Background: an optimization exercise with open tools, aiming at small area, a short achievable clock period and few clock cycles per item. Do not read the settings as production practice.
The RTL was checked by simulation tests, not by an equivalence proof against the original design.

== alpha ==
## dtc_core
module dtc_core (
    input  wire               clk,
    input  wire               rst,           
    input  wire               start,
    input  wire signed [15:0] ia,
    input  wire signed [15:0] ib,
    input  wire signed [15:0] ic,
    input  wire        [11:0] vms,
    input  wire               model_en,
    input  wire signed [15:0] cos_th,
    input  wire signed [15:0] sin_th,
    input  wire signed [23:0] t_ref,
    input  wire signed [23:0] f_ref,
    input  wire        [15:0] rs,
    input  wire        [15:0] kv,
    input  wire        [15:0] ld,
    input  wire        [15:0] lq,
    input  wire signed [23:0] psi_pm,
    input  wire        [14:0] model_gain,
    input  wire        [15:0] tq_gain,
    input  wire        [15:0] i_max,
    input  wire        [22:0] t_max,
    input  wire signed [23:0] f_min,
    input  wire signed [23:0] f_max,
    input  wire        [22:0] ht,
    input  wire        [22:0] hf,
    output wire               ready,
    output reg                done,
    output wire        [2:0]  vec,
    output wire signed [23:0] t_est,
    output reg         [23:0] f_est,
    output wire        [1:0]  tq_code,
    output wire               fx_code,
    output wire        [2:0]  sector,
    output wire               cur_lim,
    output wire               ref_lim,
    output wire               sense_fault,
    output wire        [15:0] switches
);
Size in the first run: ~21000 cells after synthesis, ~1300 flip-flops, about 470 I/O pins, roughly 0.18 mm2 of cells after synthesis.
clock: 15.0 ns
lec_check: 0
abc_clock_period_in_ps: 6000
cap_margin: 20
core_margin: 2
core_utilization: 40
cts_buf_list: sky130_fd_sc_hd__clkbuf_4 sky130_fd_sc_hd__clkbuf_8
place_density: 0.6
setup_slack_margin: 5
slew_margin: 20
run.sh (not shown) runs the stock make flow with config.mk's settings and CLKGATE_MAP_FILE= SYNTH_SCRIPT=/design/flow/synth_recipe.tcl, a recipe that flattens the netlist after the stock synthesis.
Having completed the whole flow, alpha delivered a layout that passed the timing, DRC and antenna checks.
Testbench counts of alpha, summed over its fixed seeds: cycles 9,648, items 2,400.
The following lists how beta was set up differently from alpha:
Settings: ABC_CLOCK_PERIOD_IN_PS removed (was 6000); ABC_AREA newly set to 1; CTS_BUF_LIST removed (was sky130_fd_sc_hd__clkbuf_4 sky130_fd_sc_hd__clkbuf_8); SETUP_SLACK_MARGIN removed (was 5).
==> flow/flow/run.sh (new file) <==
#!/bin/bash
# The standard layout (the standard.sh, unchanged synthesis, floorplan,
# placement, clock tree and routing) with a tighter target for the timing
# repair: the resizer works until the setup slack at the design's clock
# period is at least 7 ns. The constraints and the clock are the design's.
set -euo pipefail
bash standard.sh SETUP_SLACK_MARGIN=7 finish > standard.log 2>&1
==> flow/standard.sh (new file) <==
#!/bin/bash
# synth_recipe.tcl (not shown) runs the flow's synth.tcl, then flattens the netlist and writes it again
# the make line also repeats each setting of config.mk as NAME=value (left out here)
make -C /OpenROAD-flow-scripts/flow DESIGN_CONFIG=/design/flow/config.mk WORK_HOME=/design/flow/orfs CLKGATE_MAP_FILE= SYNTH_SCRIPT=/design/flow/synth_recipe.tcl "${@:-finish}"
removed: flow/run.sh
Summary of the comparison: cell area is higher in beta, relative to alpha. [compare] base=alpha new=beta: post-synth design cell area decreased by about 5% relative to the old numbers; setup slack after layout rose 1.52 ns; total cell area at the placement stage now smaller. The count of buffer and inverter cells on the critical path of beta exceeds that of alpha by 4. alpha → beta: average vias per placed instance now smaller; layout overhead on the synthesized area now larger; sequential share of layout area comparable.
Modified inputs, gamma compared to beta
==> flow/flow/run.sh <==
#!/bin/bash
# The standard layout (the standard.sh, unchanged synthesis, floorplan,
# placement, clock tree and routing) with a tighter target for the timing
# repair: the resizer works until the setup slack at the design's clock
# period is at least 6 ns. The constraints and the clock are the design's.
set -euo pipefail
bash standard.sh SETUP_SLACK_MARGIN=6 finish > standard.log 2>&1
[summary]
Comparing gamma and beta, global router's overall resource usage is lower on gamma.
gamma vs beta, end point of the critical path: fr_rbe[18] vs sq[47]
As far as count of final hold-check violations goes, gamma and beta are indistinguishable; the numbers are identical.
After detailed routing, beta needs more wire than gamma.
What delta does differently from gamma at the input level:
Settings: SETUP_SLACK_MARGIN: unset -> 5.
==> flow/run.sh (new file) <==
#!/bin/bash
# synth_recipe.tcl (not shown) runs the flow's synth.tcl, then flattens the netlist and writes it again
# the make line also repeats each setting of config.mk as NAME=value (left out here)
make -C /OpenROAD-flow-scripts/flow DESIGN_CONFIG=/design/flow/config.mk WORK_HOME=/design/flow/orfs CLKGATE_MAP_FILE= SYNTH_SCRIPT=/design/flow/synth_recipe.tcl finish
removed: flow/flow/run.sh
removed: flow/standard.sh
## What came out
- Looking at critical path launch point, the c_sin[14] result is from delta; the c_sin[0] one comes from gamma.
- gamma → delta: post-route cell area now smaller; register-to-register slack now smaller; routed wire length per instance now smaller; worst hold path depth comparable.
- Hold slack: gamma vs delta — no meaningful difference

== build 53 ==
dtc_core again, from the RTL that the note above started with.
==> flow/config.mk <==
export PLATFORM = sky130hd
export DESIGN_NAME = dtc_core
export DESIGN_NICKNAME = dtc_core
export VERILOG_FILES = /design/flow/design.v
export SDC_FILE = /design/flow/constraint.sdc
export NUM_CORES = 8
export LEC_CHECK = 0
export ABC_AREA = 1
export CAP_MARGIN = 20
export CORE_MARGIN = 2
export CORE_UTILIZATION = 40
export PLACE_DENSITY = 0.6
export SLEW_MARGIN = 20
==> flow/constraint.sdc <==
create_clock -name core_clock -period 15.0 [get_ports {clk}]
set_input_delay 3.0000 -clock core_clock [delete_from_list [all_inputs] [get_ports {clk}]]
set_output_delay 3.0000 -clock core_clock [all_outputs]
set_load 0.01 [all_outputs]
standard.sh (not shown) runs the stock make flow with config.mk's settings and CLKGATE_MAP_FILE= SYNTH_SCRIPT=/design/flow/synth_recipe.tcl, a recipe that flattens the netlist after the stock synthesis.
==> flow/flow/run.sh <==
#!/bin/bash
# The standard layout (the standard.sh, unchanged synthesis, floorplan,
# placement, clock tree and routing) with a tighter target for the timing
# repair: the resizer works until the setup slack at the design's clock
# period is at least 8 ns. The constraints and the clock are the design's.
set -euo pipefail
bash standard.sh SETUP_SLACK_MARGIN=8 finish > standard.log 2>&1
Build 53 went all the way through the flow, and no timing, DRC or antenna check failed.
Testbench counts of build 53, summed over its fixed seeds: cycles 9,648, items 2,400.
What build 82 does differently from build 53 at the input level:
- ABC_CLOCK_PERIOD_IN_PS newly set to 6000
- ABC_AREA removed (was 1)
- SETUP_SLACK_MARGIN newly set to 5
==> flow/run.sh (new file) <==
#!/bin/bash
# synth_recipe.tcl (not shown) runs the flow's synth.tcl, then flattens the netlist and writes it again
# the make line also repeats each setting of config.mk as NAME=value (left out here)
make -C /OpenROAD-flow-scripts/flow DESIGN_CONFIG=/design/flow/config.mk WORK_HOME=/design/flow/orfs CLKGATE_MAP_FILE= SYNTH_SCRIPT=/design/flow/synth_recipe.tcl finish
removed: flow/flow/run.sh
removed: flow/standard.sh
--- outcome ---
Higher core outline area among build 82 and build 53: build 82
Summary of build 82 over build 53: arrival time of the worst setup path now sits higher, die outline area climbed 4.9%, highest attainable clock frequency lost 15%, final clock period utilization by the worst path went up 10 points, aggregate global-route resource usage lost 1.5 points.
Re number of inserted filler cells in the final layout: build 53 was lower than build 82.
The final net count of build 82 is lower than that of build 53.
Inputs modified between build 82 and build 5:
- ABC_CLOCK_PERIOD_IN_PS no longer set, was 6000
- SETUP_SLACK_MARGIN no longer set, was 5
==> flow/flow/run.sh (new file) <==
#!/bin/bash
# The standard layout (the standard.sh, unchanged synthesis, floorplan,
# placement, clock tree and routing) with a tighter target for the timing
# repair: the resizer works until the setup slack at the design's clock
# period is at least 6 ns. The constraints and the clock are the design's.
set -euo pipefail
bash standard.sh SETUP_SLACK_MARGIN=6 finish > standard.log 2>&1
==> flow/standard.sh (new file) <==
#!/bin/bash
# synth_recipe.tcl (not shown) runs the flow's synth.tcl, then flattens the netlist and writes it again
# the make line also repeats each setting of config.mk as NAME=value (left out here)
make -C /OpenROAD-flow-scripts/flow DESIGN_CONFIG=/design/flow/config.mk WORK_HOME=/design/flow/orfs CLKGATE_MAP_FILE= SYNTH_SCRIPT=/design/flow/synth_recipe.tcl "${@:-finish}"
removed: flow/run.sh
Compared build 5 vs build 82, and core utilization is up in build 5. A standard cell with the maximum stage delay on the critical path of sky130_fd_sc_hd__edfxtp_1 is what build 82 shows, while sky130_fd_sc_hd__fa_1 belongs to build 5. Looking at required arrival time at the worst endpoint, build 5 sits 120 ps below build 82. In the tables for build 5 and build 82, signed area change from the synthesized netlist to the final layout reads lower with build 82. Of build 5 and build 82, build 5 shows the lower maximum fanout encountered on the critical timing path, with build 82 above it.

-- re-timing with driven ports --
The results above use ideal ports. As a check the final layouts listed here were re-extracted and re-timed, cells and wires unchanged. Step 1, drivers: a clkbuf_16 drives clk and a buf_2 each remaining input, both assumed. Step 2 times the ports against the registers' clock, not the clock port: input delays grow and output delays shrink by t, the midpoint of the rising clock arrivals with the driver on. Slacks: ideal / step 1 / step 2; pairs: ideal / step 1.
| run | shift t [ns] | setup WS [ns] | worst setup path after step 2 | slew at the worst register clock pin (ns) | cell pins on the clock port's net |
|---|---|---|---|---|---|
| alpha | 1.278 | 5.164 / 5.164 / 5.164 | register to register | 0.09 / 0.09 | 1 |
| beta | 1.022 | 6.681 / 6.681 / 6.681 | register to register | 0.08 / 0.08 | 1 |
| gamma | 1.027 | 6.118 / 6.118 / 6.118 | register to register | 0.07 / 0.07 | 1 |
| delta | 1.022 | 5.175 / 5.175 / 5.175 | register to register | 0.07 / 0.07 | 1 |
| build 53 | 1.054 | 6.680 / 6.680 / 6.680 | register to register | 0.08 / 0.08 | 1 |
| build 82 | 1.047 | 5.171 / 5.171 / 5.171 | register to register | 0.08 / 0.08 | 1 |
| build 5 | 1.078 | 5.873 / 5.873 / 5.873 | register to register | 0.08 / 0.08 | 1 |
After both steps every run listed still meets setup and hold.
